From an optimization exercise on the open Yosys and OpenROAD flow, aimed at small area and a short achievable clock period; shortcuts taken in it are not production practice.
At most, simulation tests tie the RTL to the original design; equivalence was not proved.

==> inputs of job 573 <==
==> flow/design.v <==
module fp_narrow (
    input  wire        clk,
    input  wire        rst,           
    input  wire        in_valid,
    input  wire [31:0] in_x,          
    input  wire [3:0]  in_fmt,        
    input  wire [2:0]  in_rmode,      
    input  wire        in_sat,        
    input  wire [15:0] in_r,          
    output reg         out_valid,
    output reg  [15:0] out_y,         
    output reg         out_ovf,       
    output reg         out_nan,       
    output reg         out_err        
);
    wire a_bf  = in_fmt == 4'h1;
    wire a_h   = in_fmt == 4'h2;
    wire a_e43 = in_fmt == 4'h3;
    wire a_e52 = in_fmt == 4'h4;
    wire a_e32 = in_fmt == 4'h7;
    wire a_e23 = in_fmt == 4'h8;
    wire a_e21 = in_fmt == 4'h9;
    wire a_int = in_fmt == 4'hA;
    wire a_fok = a_bf | a_h | a_e43 | a_e52 | a_e32 | a_e23 | a_e21 | a_int;
    wire a_finf = a_bf | a_h | a_e52;             
    wire a_rne = in_rmode == 3'd0;
    wire a_rup = in_rmode == 3'd2;
    wire a_rdn = in_rmode == 3'd3;
    wire a_sr  = in_rmode == 3'd4;
    wire a_err = ~a_fok | (in_rmode > 3'd4);
    wire        a_s    = in_x[31];
    wire [7:0]  ex     = in_x[30:23];
    wire [22:0] fr     = in_x[22:0];
    wire        ex_z   = ex == 8'h00;
    wire        ex_o   = ex == 8'hFF;
    wire        fr_z   = fr == 23'd0;
    wire        a_nan  = ex_o & ~fr_z;
    wire        a_inf  = ex_o & fr_z;
    wire [7:0]  eeff   = {ex[7:1], ex[0] | ex_z};
    reg normal, allout;
    always @* begin
        normal = 1'b1; allout = 1'b0;
        if (a_h)   begin normal = eeff >= 8'd113; allout = eeff < 8'd84;  end
        if (a_e43) begin normal = eeff >= 8'd121; allout = eeff < 8'd100; end
        if (a_e52) begin normal = eeff >= 8'd113; allout = eeff < 8'd92;  end
        if (a_e32) begin normal = eeff >= 8'd125; allout = eeff < 8'd104; end
        if (a_e23) begin normal = eeff >= 8'd127; allout = eeff < 8'd104; end
        if (a_e21) begin normal = eeff >= 8'd127; allout = eeff < 8'd108; end
        if (a_int) begin normal = eeff >= 8'd127; allout = eeff < 8'd104; end
    end
    reg over_lo, eq_max;
    always @* begin
        over_lo = 1'b0; eq_max = 1'b0;
        if (a_bf)  begin over_lo = 1'b0;
                         eq_max  = (ex == 8'd254) & (&fr[22:16]); end
        if (a_h)   begin over_lo = ex >= 8'd143;
                         eq_max  = (ex == 8'd142) & (&fr[22:13]); end
        if (a_e43) begin over_lo = (ex >= 8'd136) | ((ex == 8'd135) & (&fr[22:20]));
                         eq_max  = (ex == 8'd135) & (fr[22:20] == 3'b110); end
        if (a_e52) begin over_lo = ex >= 8'd143;
                         eq_max  = (ex == 8'd142) & (&fr[22:21]); end
        if (a_e32) begin over_lo = ex >= 8'd132;
                         eq_max  = (ex == 8'd131) & (&fr[22:21]); end
        if (a_e23) begin over_lo = ex >= 8'd130;
                         eq_max  = (ex == 8'd129) & (&fr[22:20]); end
        if (a_e21) begin over_lo = ex >= 8'd130;
                         eq_max  = (ex == 8'd129) & fr[22]; end
        if (a_int) begin over_lo = ex >= 8'd128;
                         eq_max  = (ex == 8'd127) & (&fr[22:17]); end
    end
    wire a_infpass = a_inf & a_finf & ~in_sat;
    wire a_ovf0 = ~a_err & ~a_nan & (a_inf ? ~a_infpass : over_lo);
    wire a_dir    = (a_rup & ~a_s) | (a_rdn & a_s);
    wire a_to_inf = ~in_sat & (a_finf | a_e43) &
                    (a_inf | a_rne | a_sr | a_dir);
    reg        v_q;
    reg        s_q, nan_q, err_q, infpass_q, ovf0_q, eqmax_q, toinf_q;
    reg        rne_q, sr_q, dir_q, normal_q, allout_q;
    reg [3:0]  fmt_q;
    reg [7:0]  ex_q;
    reg [23:0] m_q;
    reg [15:0] r_q;
    always @(posedge clk) begin
        if (rst) v_q <= 1'b0;
        else     v_q <= in_valid;
        s_q       <= a_s;
        nan_q     <= a_nan & ~a_err;
        err_q     <= a_err;
        infpass_q <= a_infpass & ~a_err;
        ovf0_q    <= a_ovf0;
        eqmax_q   <= eq_max;
        toinf_q   <= a_to_inf;
        rne_q     <= a_rne;
        sr_q      <= a_sr;
        dir_q     <= a_dir;
        normal_q  <= normal;
        allout_q  <= allout;
        fmt_q     <= in_fmt;
        ex_q      <= ex;
        m_q       <= {~ex_z, fr};
        r_q       <= in_r;
    end
    wire f_bf  = fmt_q == 4'h1;
    wire f_h   = fmt_q == 4'h2;
    wire f_e43 = fmt_q == 4'h3;
    wire f_e52 = fmt_q == 4'h4;
    wire f_e32 = fmt_q == 4'h7;
    wire f_e23 = fmt_q == 4'h8;
    wire f_e21 = fmt_q == 4'h9;
    wire f_int = fmt_q == 4'hA;
    reg [4:0] kq, rmin;
    always @* begin
        kq = 5'd5; rmin = 5'd3;
        if (f_h)   begin kq = 5'd18; rmin = 5'd0; end
        if (f_e43) begin kq = 5'd1;  rmin = 5'd7; end
        if (f_e52) begin kq = 5'd26; rmin = 5'd8; end
        if (f_e32) begin kq = 5'd6;  rmin = 5'd8; end
        if (f_e23) begin kq = 5'd7;  rmin = 5'd7; end
        if (f_e21) begin kq = 5'd9;  rmin = 5'd9; end
        if (f_int) begin kq = 5'd4;  rmin = 5'd4; end
    end
    wire [4:0] ne = ~{ex_q[4:1], ex_q[0] | ~m_q[23]};
    wire [4:0] sg = kq & ne, sp = kq ^ ne;
    wire [4:0] sc;
    assign sc[0] = 1'b0;
    assign sc[1] = sg[0];
    assign sc[2] = sg[1] | (sp[1] & sg[0]);
    assign sc[3] = sg[2] | (sp[2] & sg[1]) | (sp[2] & sp[1] & sg[0]);
    assign sc[4] = sg[3] | (sp[3] & sg[2]) | (sp[3] & sp[2] & sg[1]) | (sp[3] & sp[2] & sp[1] & sg[0]);
    wire [4:0] rsh = normal_q ? rmin : allout_q ? 5'd31 : (sp ^ sc);
    wire [26:0] mx = {m_q, 3'b000};
    wire [26:0] s0 = rsh[0] ? {1'd0, mx[26:1]}   : mx;
    wire [26:0] s1 = rsh[1] ? {2'd0, s0[26:2]}   : s0;
    wire [26:0] s2 = rsh[2] ? {4'd0, s1[26:4]}   : s1;
    wire [26:0] s3 = rsh[3] ? {8'd0, s2[26:8]}   : s2;
    wire [26:0] yy = rsh[4] ? {16'd0, s3[26:16]} : s3;
    wire sticky = (rsh[0] & mx[0])                 | (rsh[1] & (s0[1:0] != 2'd0)) |
                  (rsh[2] & (s1[3:0] != 4'd0))     | (rsh[3] & (s2[7:0] != 8'd0)) |
                  (rsh[4] & (s3[15:0] != 16'd0));
    wire [10:0] lo = yy[26:16];
    wire [15:0] t  = yy[15:0];
    wire        below   = sticky | (t[14:0] != 15'd0);
    wire        inexact = below | t[15];
    wire [15:0] add     = sr_q ? r_q : rne_q ? 16'h7FFF : {16{dir_q}};
    wire        cin     = (rne_q & (sticky | lo[0])) | (dir_q & sticky);
    wire [15:0] g0 = t & add, p0 = t | add;
    wire [7:0]  g1, p1;
    wire [3:0]  g2, p2;
    wire [1:0]  g3, p3;
    genvar gi;
    generate
        for (gi = 0; gi < 8; gi = gi + 1) begin : g_l1
            assign g1[gi] = g0[2*gi+1] | (p0[2*gi+1] & g0[2*gi]);
            assign p1[gi] = p0[2*gi+1] & p0[2*gi];
        end
        for (gi = 0; gi < 4; gi = gi + 1) begin : g_l2
            assign g2[gi] = g1[2*gi+1] | (p1[2*gi+1] & g1[2*gi]);
            assign p2[gi] = p1[2*gi+1] & p1[2*gi];
        end
        for (gi = 0; gi < 2; gi = gi + 1) begin : g_l3
            assign g3[gi] = g2[2*gi+1] | (p2[2*gi+1] & g2[2*gi]);
            assign p3[gi] = p2[2*gi+1] & p2[2*gi];
        end
    endgenerate
    wire g4 = g3[1] | (p3[1] & g3[0]);
    wire p4 = p3[1] & p3[0];
    wire up = g4 | (p4 & cin);
    reg [7:0] bz;
    always @* begin
        bz = 8'd0;
        if (f_bf)          bz = ex_q;
        if (f_h | f_e52)   bz = {3'd0, ~ex_q[4], ex_q[3:0]};
        if (f_e43)         bz = {4'd0, ~ex_q[3], ex_q[2:0]};
        if (f_e32)         bz = {5'd0, ~ex_q[2], ex_q[1:0]};
        if (f_e23 | f_e21) bz = {6'd0, ~ex_q[1], ex_q[0]};
        if (f_int)         bz = {7'd0, ex_q[0]};
        if (!normal_q)     bz = 8'd0;
    end
    reg [14:0] code_lo;
    always @* begin
        code_lo = 15'd0;
        if (f_bf)          code_lo = {bz, lo[6:0]};
        if (f_h)           code_lo = {bz[4:0], lo[9:0]};
        if (f_e43 | f_e23) code_lo = {4'd0, bz, lo[2:0]};
        if (f_e52 | f_e32) code_lo = {5'd0, bz, lo[1:0]};
        if (f_e21)         code_lo = {6'd0, bz, lo[0]};
        if (f_int)         code_lo = {1'd0, bz, lo[5:0]};
    end
    wire ovf = ovf0_q | (eqmax_q & up) | (sr_q & ~f_int & eqmax_q & inexact);
    wire        neg     = s_q & f_int;
    wire [14:0] cx      = code_lo ^ {15{neg}};
    wire [14:0] cx1     = cx + 15'd1;
    wire [14:0] fin_mag = (up ^ neg) ? cx1 : cx;
    reg [15:0] sbit, maxc, infc, nanc;
    always @* begin
        sbit = 16'd0; maxc = 16'd0; infc = 16'd0; nanc = 16'd0;
        if (f_bf)  begin sbit = {s_q, 15'd0}; maxc = 16'h7F7F; infc = 16'h7F80; nanc = 16'h7FC0; end
        if (f_h)   begin sbit = {s_q, 15'd0}; maxc = 16'h7BFF; infc = 16'h7C00; nanc = 16'h7E00; end
        if (f_e43) begin sbit = {8'd0, s_q, 7'd0}; maxc = 16'h007E; infc = 16'h007F; nanc = 16'h007F; end
        if (f_e52) begin sbit = {8'd0, s_q, 7'd0}; maxc = 16'h007B; infc = 16'h007C; nanc = 16'h007E; end
        if (f_e32) begin sbit = {10'd0, s_q, 5'd0}; maxc = 16'h001F; end
        if (f_e23) begin sbit = {10'd0, s_q, 5'd0}; maxc = 16'h001F; end
        if (f_e21) begin sbit = {12'd0, s_q, 3'd0}; maxc = 16'h0007; end
        if (f_int) begin maxc = s_q ? 16'h0081 : 16'h007F; end
    end
    wire [15:0] ovf_y = toinf_q ? (f_e43 ? infc : (sbit | infc))
                                : (f_int ? maxc : (sbit | maxc));
    wire [15:0] fin_y = f_int ? {8'd0, fin_mag[7:0]} : (sbit | {1'b0, fin_mag});
    wire [15:0] y = err_q ? 16'd0 :
                    nan_q ? nanc :
                    (ovf | infpass_q) ? ovf_y : fin_y;
    always @(posedge clk) begin
        if (rst) out_valid <= 1'b0;
        else     out_valid <= v_q;
        out_y   <= y;
        out_ovf <= ovf & ~nan_q & ~err_q;
        out_nan <= nan_q;
        out_err <= err_q;
    end
endmodule
==> flow/run.sh <==
#!/bin/bash
# synth_recipe.tcl (not shown) runs the flow's synth.tcl, then flattens the netlist and writes it again
# the make line also repeats each setting of config.mk as NAME=value (left out here)
make -C /OpenROAD-flow-scripts/flow DESIGN_CONFIG=/design/flow/config.mk WORK_HOME=/design/flow/orfs CLKGATE_MAP_FILE= SYNTH_SCRIPT=/design/flow/synth_recipe.tcl finish
==> flow/config.mk <==
export PLATFORM = sky130hd
export DESIGN_NAME = fp_narrow
export DESIGN_NICKNAME = fp_narrow
export VERILOG_FILES = /design/flow/design.v
export SDC_FILE = /design/flow/constraint.sdc
export NUM_CORES = 4
export LEC_CHECK = 0
export ABC_AREA = 1
export CAP_MARGIN = 20
export CORE_MARGIN = 2
export CORE_UTILIZATION = 40
export SLEW_MARGIN = 20
==> flow/constraint.sdc <==
create_clock -name core_clock -period 14.0 [get_ports {clk}]
set_input_delay 2.8000 -clock core_clock [delete_from_list [all_inputs] [get_ports {clk}]]
set_output_delay 2.8000 -clock core_clock [all_outputs]
set_load 0.01 [all_outputs]
==> job 7189 (differences from job 573) <==
--- a/flow/design.v
+++ b/flow/design.v
@@ -39,12 +39,34 @@
     wire [7:0]  eeff   = {ex[7:1], ex[0] | ex_z};
-    reg normal, allout;
-    always @* begin
-        normal = 1'b1; allout = 1'b0;
-        if (a_h)   begin normal = eeff >= 8'd113; allout = eeff < 8'd84;  end
-        if (a_e43) begin normal = eeff >= 8'd121; allout = eeff < 8'd100; end
-        if (a_e52) begin normal = eeff >= 8'd113; allout = eeff < 8'd92;  end
-        if (a_e32) begin normal = eeff >= 8'd125; allout = eeff < 8'd104; end
-        if (a_e23) begin normal = eeff >= 8'd127; allout = eeff < 8'd104; end
-        if (a_e21) begin normal = eeff >= 8'd127; allout = eeff < 8'd108; end
-        if (a_int) begin normal = eeff >= 8'd127; allout = eeff < 8'd104; end
+    reg [4:0] kq;         
+    reg [4:0] rmin;
+    reg       normal, allout;
+    always @* begin
+        kq = 5'd5; rmin = 5'd3; normal = 1'b1; allout = 1'b0;
+        if (a_h)   begin kq = 5'd18; rmin = 5'd0; normal = eeff >= 8'd113; allout = eeff < 8'd84;  end
+        if (a_e43) begin kq = 5'd1;  rmin = 5'd7; normal = eeff >= 8'd121; allout = eeff < 8'd100; end
+        if (a_e52) begin kq = 5'd26; rmin = 5'd8; normal = eeff >= 8'd113; allout = eeff < 8'd92;  end
+        if (a_e32) begin kq = 5'd6;  rmin = 5'd8; normal = eeff >= 8'd125; allout = eeff < 8'd104; end
+        if (a_e23) begin kq = 5'd7;  rmin = 5'd7; normal = eeff >= 8'd127; allout = eeff < 8'd104; end
+        if (a_e21) begin kq = 5'd9;  rmin = 5'd9; normal = eeff >= 8'd127; allout = eeff < 8'd108; end
+        if (a_int) begin kq = 5'd4;  rmin = 5'd4; normal = eeff >= 8'd127; allout = eeff < 8'd104; end
+    end
+    wire [4:0] ne = ~eeff[4:0];
+    wire [4:0] sg = kq & ne, sp = kq ^ ne;
+    wire [4:0] sc;
+    assign sc[0] = 1'b0;
+    assign sc[1] = sg[0];
+    assign sc[2] = sg[1] | (sp[1] & sg[0]);
+    assign sc[3] = sg[2] | (sp[2] & sg[1]) | (sp[2] & sp[1] & sg[0]);
+    assign sc[4] = sg[3] | (sp[3] & sg[2]) | (sp[3] & sp[2] & sg[1]) | (sp[3] & sp[2] & sp[1] & sg[0]);
+    wire [4:0] a_rsh = normal ? rmin : allout ? 5'd31 : (sp ^ sc);
+    reg [7:0] a_bz;
+    always @* begin
+        a_bz = 8'd0;
+        if (a_bf)          a_bz = ex;
+        if (a_h | a_e52)   a_bz = {3'd0, ~ex[4], ex[3:0]};
+        if (a_e43)         a_bz = {4'd0, ~ex[3], ex[2:0]};
+        if (a_e32)         a_bz = {5'd0, ~ex[2], ex[1:0]};
+        if (a_e23 | a_e21) a_bz = {6'd0, ~ex[1], ex[0]};
+        if (a_int)         a_bz = {7'd0, ex[0]};
+        if (!normal)       a_bz = 8'd0;
     end
@@ -77,5 +99,6 @@
     reg        s_q, nan_q, err_q, infpass_q, ovf0_q, eqmax_q, toinf_q;
-    reg        rne_q, sr_q, dir_q, normal_q, allout_q;
+    reg        rne_q, sr_q, dir_q;
     reg [3:0]  fmt_q;
-    reg [7:0]  ex_q;
+    reg [4:0]  rsh_q;
+    reg [7:0]  bz_q;
     reg [23:0] m_q;
@@ -95,6 +118,5 @@
         dir_q     <= a_dir;
-        normal_q  <= normal;
-        allout_q  <= allout;
         fmt_q     <= in_fmt;
-        ex_q      <= ex;
+        rsh_q     <= a_rsh;
+        bz_q      <= a_bz;
         m_q       <= {~ex_z, fr};
@@ -110,31 +132,11 @@
     wire f_int = fmt_q == 4'hA;
-    reg [4:0] kq, rmin;
-    always @* begin
-        kq = 5'd5; rmin = 5'd3;
-        if (f_h)   begin kq = 5'd18; rmin = 5'd0; end
-        if (f_e43) begin kq = 5'd1;  rmin = 5'd7; end
-        if (f_e52) begin kq = 5'd26; rmin = 5'd8; end
-        if (f_e32) begin kq = 5'd6;  rmin = 5'd8; end
-        if (f_e23) begin kq = 5'd7;  rmin = 5'd7; end
-        if (f_e21) begin kq = 5'd9;  rmin = 5'd9; end
-        if (f_int) begin kq = 5'd4;  rmin = 5'd4; end
-    end
-    wire [4:0] ne = ~{ex_q[4:1], ex_q[0] | ~m_q[23]};
-    wire [4:0] sg = kq & ne, sp = kq ^ ne;
-    wire [4:0] sc;
-    assign sc[0] = 1'b0;
-    assign sc[1] = sg[0];
-    assign sc[2] = sg[1] | (sp[1] & sg[0]);
-    assign sc[3] = sg[2] | (sp[2] & sg[1]) | (sp[2] & sp[1] & sg[0]);
-    assign sc[4] = sg[3] | (sp[3] & sg[2]) | (sp[3] & sp[2] & sg[1]) | (sp[3] & sp[2] & sp[1] & sg[0]);
-    wire [4:0] rsh = normal_q ? rmin : allout_q ? 5'd31 : (sp ^ sc);
     wire [26:0] mx = {m_q, 3'b000};
-    wire [26:0] s0 = rsh[0] ? {1'd0, mx[26:1]}   : mx;
-    wire [26:0] s1 = rsh[1] ? {2'd0, s0[26:2]}   : s0;
-    wire [26:0] s2 = rsh[2] ? {4'd0, s1[26:4]}   : s1;
-    wire [26:0] s3 = rsh[3] ? {8'd0, s2[26:8]}   : s2;
-    wire [26:0] yy = rsh[4] ? {16'd0, s3[26:16]} : s3;
-    wire sticky = (rsh[0] & mx[0])                 | (rsh[1] & (s0[1:0] != 2'd0)) |
-                  (rsh[2] & (s1[3:0] != 4'd0))     | (rsh[3] & (s2[7:0] != 8'd0)) |
-                  (rsh[4] & (s3[15:0] != 16'd0));
+    wire [26:0] s4 = rsh_q[4] ? {16'd0, mx[26:16]} : mx;
+    wire [26:0] s3 = rsh_q[3] ? {8'd0, s4[26:8]}   : s4;
+    wire [26:0] s2 = rsh_q[2] ? {4'd0, s3[26:4]}   : s3;
+    wire [26:0] s1 = rsh_q[1] ? {2'd0, s2[26:2]}   : s2;
+    wire [26:0] yy = rsh_q[0] ? {1'd0, s1[26:1]}   : s1;
+    wire sticky = (rsh_q[4] & (mx[15:0] != 16'd0)) | (rsh_q[3] & (s4[7:0] != 8'd0)) |
+                  (rsh_q[2] & (s3[3:0] != 4'd0))   | (rsh_q[1] & (s2[1:0] != 2'd0)) |
+                  (rsh_q[0] & s1[0]);
     wire [10:0] lo = yy[26:16];
@@ -167,13 +169,2 @@
     wire up = g4 | (p4 & cin);
-    reg [7:0] bz;
-    always @* begin
-        bz = 8'd0;
-        if (f_bf)          bz = ex_q;
-        if (f_h | f_e52)   bz = {3'd0, ~ex_q[4], ex_q[3:0]};
-        if (f_e43)         bz = {4'd0, ~ex_q[3], ex_q[2:0]};
-        if (f_e32)         bz = {5'd0, ~ex_q[2], ex_q[1:0]};
-        if (f_e23 | f_e21) bz = {6'd0, ~ex_q[1], ex_q[0]};
-        if (f_int)         bz = {7'd0, ex_q[0]};
-        if (!normal_q)     bz = 8'd0;
-    end
     reg [14:0] code_lo;
@@ -181,8 +172,8 @@
         code_lo = 15'd0;
-        if (f_bf)          code_lo = {bz, lo[6:0]};
-        if (f_h)           code_lo = {bz[4:0], lo[9:0]};
-        if (f_e43 | f_e23) code_lo = {4'd0, bz, lo[2:0]};
-        if (f_e52 | f_e32) code_lo = {5'd0, bz, lo[1:0]};
-        if (f_e21)         code_lo = {6'd0, bz, lo[0]};
-        if (f_int)         code_lo = {1'd0, bz, lo[5:0]};
+        if (f_bf)          code_lo = {bz_q, lo[6:0]};
+        if (f_h)           code_lo = {bz_q[4:0], lo[9:0]};
+        if (f_e43 | f_e23) code_lo = {4'd0, bz_q, lo[2:0]};
+        if (f_e52 | f_e32) code_lo = {5'd0, bz_q, lo[1:0]};
+        if (f_e21)         code_lo = {6'd0, bz_q, lo[0]};
+        if (f_int)         code_lo = {1'd0, bz_q, lo[5:0]};
     end
==> flow/flow/run.sh (new file) <==
#!/bin/bash
# The standard layout, with plain buf_1 cells (not delay buffers) on the ports.
set -euo pipefail
export BUFFER_PORTS_ARGS="-buffer_cell sky130_fd_sc_hd__buf_1"
bash standard.sh > make_finish.log 2>&1
==> flow/standard.sh (new file) <==
#!/bin/bash
# synth_recipe.tcl (not shown) runs the flow's synth.tcl, then flattens the netlist and writes it again
# the make line also repeats each setting of config.mk as NAME=value (left out here)
make -C /OpenROAD-flow-scripts/flow DESIGN_CONFIG=/design/flow/config.mk WORK_HOME=/design/flow/orfs CLKGATE_MAP_FILE= SYNTH_SCRIPT=/design/flow/synth_recipe.tcl "${@:-finish}"
CTS_BUF_LIST = sky130_fd_sc_hd__clkbuf_8   (was not set)
removed: flow/run.sh
==> out/results.ini <==
[routing]
wl_um = 21400

[status]
run_status = timing/DRC/antenna clean

[power_and_ir_drop]
sequentialPowerShare_pct = 30.4
leakagePower_uw = 0.00368
internal-power_uw = 521

[floorplanning]
num_rows = 47
die_x_um = 133

[timing]
worst_pin_slew_ps = 1010
whs_ps = 403

[critical_path]
crit_slowest_cell = o22ai_4
critical_path_class = reg -> reg
slowest_delay_ps = 620
cp_num_cells = 26
cp_max_fo = 29

[synthesis]
synthXorXnorAreaFrac_pct = 1.19
synthAdderAreaFrac_pct = 1.25
ys_top_cells_by_area = dfxtp_1, nand3_1, nand2_1, inv_1, nor2_1

[layout]
nFillCells = 1774

the above is filed under job 573

==> out/results.ini <==
[timing]
whs_ps = 409

[power_and_ir_drop]
sequentialPowerShare_pct = 35.8
leakagePower_uw = 0.00339

[critical_path]
path_buf_inv = 2
crit_slowest_cell = nor3_1
cp_num_cells = 11
cp_max_fo = 7
critical_path_class = in -> reg
slowest_delay_ps = 610

[floorplanning]
die_x_um = 132
num_rows = 46

[status]
run_status = timing/DRC/antenna clean

[global_route]
grt_pass1_vias = 6575
use_met2_pct = 35.9

[synthesis]
synthAdderAreaFrac_pct = 1.06
synthXorXnorAreaFrac_pct = 1.57

[routing]
wl_um = 20600

the above is filed under job 7189

The RTL of job 7189 was laid out without a check of its function.

-- afterwards: timing with drivers on the ports --
How much do the figures lean on ideal ports? The routed layouts below were timed once more, with nothing changed but the port constraints.
Step 1 assumes that a clkbuf_16 drives the clock port and a buf_2 every other input.
Step 2 also shifts input and output timing later by t, the mid clock arrival at the registers, as if the neighbouring blocks saw the same clock.
a / b / c = ideal / step 1 / step 2; a / b = the first two.
run | t (ns) | setup slack, ns | clock arrival spread, ns | worst slew at a driven data input, ns
job 573 | 0.388 | 8.330 / 8.330 / 8.330 | 0.012 / 0.012 | 0.03
job 7189 | 0.410 | 8.994 / 9.008 / 8.597 | 0.023 / 0.023 | 0.04
After both steps setup and hold are still met in every run listed. For job 7189, which loses most, drivers alone change the setup slack by +0.014 ns; drivers and shift together by -0.397 ns.
